From an optimization exercise on the open Yosys and OpenROAD flow, aimed at small area and a short achievable clock period; shortcuts taken in it are not production practice. Only simulation tests tie the RTL to the original design; equivalence was not proved. No driver is modelled on the clock port, so clock power and skew are understated where the tree is cut down; a real chip needs a root buffer or a tree.

== run 1 ==
Design chk_unit, start of the top module:
module chk_unit (
    input  wire        clk,
    input  wire        rst,
    input  wire        in_valid,
    input  wire        in_first,
    input  wire        in_last,
    input  wire [2:0]  in_code,
    input  wire [63:0] in_data,
    input  wire [3:0]  in_nbytes,
    input  wire [2:0]  in_tail,
    output wire        out_valid,
    output wire [31:0] out_value
);
    reg [63:0] d_r;
    reg        v_r, f_r, l_r;
    reg [5:0]  p_r;             
    reg [2:0]  code_q;          
    reg        refl_q;          
    reg [4:0]  pg_r;            
    wire       take_in = in_valid & in_first & ~rst;
    wire       refl_in = (in_code == 3'd2) | (in_code == 3'd3) | (in_code == 3'd5);
    wire [4:0] pg_in;
    assign pg_in[0] = take_in & ((in_code == 3'd5));
    assign pg_in[1] = take_in & ((in_code == 3'd1) | (in_code == 3'd3) | (in_code == 3'd5));
    assign pg_in[2] = take_in & ((in_code == 3'd1) | (in_code == 3'd2) | (in_code == 3'd3) | (in_code == 3'd5));
    assign pg_in[3] = take_in & ((in_code == 3'd0) | (in_code == 3'd1) | (in_code == 3'd3) | (in_code == 3'd5));
    assign pg_in[4] = take_in & ((in_code == 3'd0) | (in_code == 3'd1) | (in_code == 3'd2) | (in_code == 3'd3) | (in_code == 3'd5));
    always @(posedge clk) begin
        d_r  <= in_data;
        v_r  <= in_valid & ~rst;
        f_r  <= take_in;
        l_r  <= in_last;
        p_r  <= in_last ? {3'd0 - in_nbytes[2:0], 3'd0 - in_tail} : 6'd0;
        pg_r <= pg_in;
        if (in_valid & in_first) begin
            code_q <= in_code;
            refl_q <= refl_in;
        end
    end
    wire [5:0] pn = ~p_r;
    wire refln = ~refl_q;
    wire f_n = ~f_r;
    reg  busy_q;
    reg  [31:0] s_q;
    wire [31:0] s_qn = ~s_q;
    wire take = v_r & (f_r | busy_q);
    wire last = take & l_r;
    wire hold = ~take;
    wire nl   = take & ~l_r;
    wire c0  = (code_q == 3'd0);
    wire c1  = (code_q == 3'd1);
    wire c2  = (code_q == 3'd2);
    wire c3  = (code_q == 3'd3);
    wire c4  = (code_q == 3'd4);
    wire c5  = (code_q == 3'd5);
    wire c16 = c1 | c2 | c3;
    wire c5n  = ~c5;
    wire c16n = ~c16;
    wire L5   = last & c5;
    wire L35  = last & (c3 | c5);
    wire L2   = last & c2;
    wire L1   = last & c1;
  ...
export LEC_CHECK = 0
export CAP_MARGIN = 20
export CORE_MARGIN = 2
export CORE_UTILIZATION = 40
export SLEW_MARGIN = 20
export SYNTH_HIERARCHICAL = 1
create_clock -name core_clock -period 40.0 [get_ports {clk}]
run.sh (not shown) runs the stock make flow with config.mk's settings and CLKGATE_MAP_FILE= SYNTH_SCRIPT=/design/flow/synth_recipe.tcl, a recipe that flattens the netlist after the stock synthesis.
The final layout from run 1, which completed every stage, passed the timing, design-rule and antenna checks at the end of the flow.
Modified inputs, run 2 compared to run 1
==> flow/flow/run.sh (new file) <==
#!/bin/bash
# Standard layout, with the port buffers made of buf_2 cells.
set -euo pipefail
bash standard.sh synth > synth.log 2>&1
BUFFER_PORTS_ARGS="-buffer_cell sky130_fd_sc_hd__buf_2" bash standard.sh > layout.log 2>&1
==> flow/standard.sh (new file) <==
#!/bin/bash
# synth_recipe.tcl (not shown) runs the flow's synth.tcl, then flattens the netlist and writes it again
# the make line also repeats each setting of config.mk as NAME=value (left out here)
make -C /OpenROAD-flow-scripts/flow DESIGN_CONFIG=/design/flow/config.mk WORK_HOME=/design/flow/orfs CLKGATE_MAP_FILE= SYNTH_SCRIPT=/design/flow/synth_recipe.tcl "${@:-finish}"
removed: flow/run.sh
## What came out
- Wire length per cell after detailed routing, run 1 and run 2: higher on run 2
- Comparing run 1 and run 2, the higher routed wire length was measured on run 2.
- The lower final design area excluding fillers came out of run 2.
- Summary of run 2 over run 1: maximum clock frequency neither gained nor lost much, final weighted congestion in routability-driven placement went down, worst setup margin has increased.
- The detailed-routed wire length on met2 of run 2 is higher than that of run 1.

---

Another version of the RTL of chk_unit (not shown whole).
For scale: about 1700 cells after synthesis, roughly 14000 µm² of cells after synthesis.
==> flow/config.mk <==
export PLATFORM = sky130hd
export DESIGN_NAME = chk_unit
export DESIGN_NICKNAME = chk_unit
export VERILOG_FILES = /design/flow/design.v
export SDC_FILE = /design/flow/constraint.sdc
export NUM_CORES = 8
export LEC_CHECK = 0
export CAP_MARGIN = 20
export CORE_MARGIN = 4
export CORE_UTILIZATION = 45
export GPL_TIMING_DRIVEN = 0
export SLEW_MARGIN = 20
export SYNTH_HIERARCHICAL = 1
==> flow/constraint.sdc <==
create_clock -name core_clock -period 40.0 [get_ports {clk}]
set_input_delay 8.0000 -clock core_clock [delete_from_list [all_inputs] [get_ports {clk}]]
set_output_delay 8.0000 -clock core_clock [all_outputs]
set_load 0.01 [all_outputs]
standard.sh (not shown) runs the stock make flow with config.mk's settings and CLKGATE_MAP_FILE= SYNTH_SCRIPT=/design/flow/synth_recipe.tcl, a recipe that flattens the netlist after the stock synthesis.
==> flow/flow/run.sh <==
#!/bin/bash
# Standard synthesis and placement (port buffers of buf_1 cells), then
# flow/cts.tcl: a two-level clock tree, buf_2 output port buffers and
# dfxtp_2 for the flip-flops behind them; then the standard routing and finish.
set -euo pipefail
export BUFFER_PORTS_ARGS="-buffer_cell sky130_fd_sc_hd__buf_1"
bash standard.sh synth > synth.log 2>&1
bash standard.sh place > place.log 2>&1
RES=$PWD/orfs/results/sky130hd/chk_unit/base
RES=$RES CTS_CELL=sky130_fd_sc_hd__clkbuf_8 CTS_NBUF=4 CTS_SUB=2 CTS_SUB_CELL=sky130_fd_sc_hd__clkbuf_16 OUT_BUF_CELL=sky130_fd_sc_hd__buf_2 OUT_FF_CELL=sky130_fd_sc_hd__dfxtp_2 openroad -no_init -exit flow/cts.tcl > cts.log 2>&1
cp $RES/4_1_cts.odb $RES/4_cts.odb
bash standard.sh > layout.log 2>&1
Other scripts of this flow, unchanged in this note and not shown: flow/flow/cts.tcl
The first run completed with no timing, DRC or antenna violations.
Change:
--- a/flow/flow/run.sh
+++ b/flow/flow/run.sh
@@ -2,3 +2,3 @@
 # Standard synthesis and placement (port buffers of buf_1 cells), then
-# flow/cts.tcl: a two-level clock tree, buf_2 output port buffers and
+# flow/cts.tcl: a one-level clock tree, buf_2 output port buffers and
 # dfxtp_2 for the flip-flops behind them; then the standard routing and finish.
- CORE_UTILIZATION: 45 -> 60
=> The new run completed without violations. Final area shrinks by 1.3%. Maximum frequency grows by 1.3%. Core utilization grows by 17 points. Worst setup slack improved by 0.12 ns.
In every run of this note, the design's own scripts or RTL, not TritonCTS, make the clock network.

## separate check: timing with driven ports
No port has a modelled driver above. Below, the same layouts with a new extraction and two added sets of constraints.
Step 1, drivers: a clkbuf_16 drives clk and a buf_2 each remaining input, both assumed.
Step 2 times the ports against the registers' clock, not the clock port: input delays grow and output delays shrink by t, the midpoint of the rising clock arrivals with the driver on.
Slacks: ideal ports / drivers / drivers and shift; pairs: ideal ports / drivers.
run | shift t [ns] | setup slack, ns | worst register clock-pin slew, ns
run 1 | 0.487 | 30.530 / 30.477 / 30.720 | 0.06 / 0.06
run 2 | 0.493 | 30.540 / 30.540 / 30.540 | 0.06 / 0.06
the first run of note 2 | 0.370 | 30.756 / 30.756 / 30.756 | 0.08 / 0.08
the second run of note 2 | 0.360 | 30.872 / 30.872 / 30.872 | 0.07 / 0.07
After both steps every run listed still meets setup and hold.
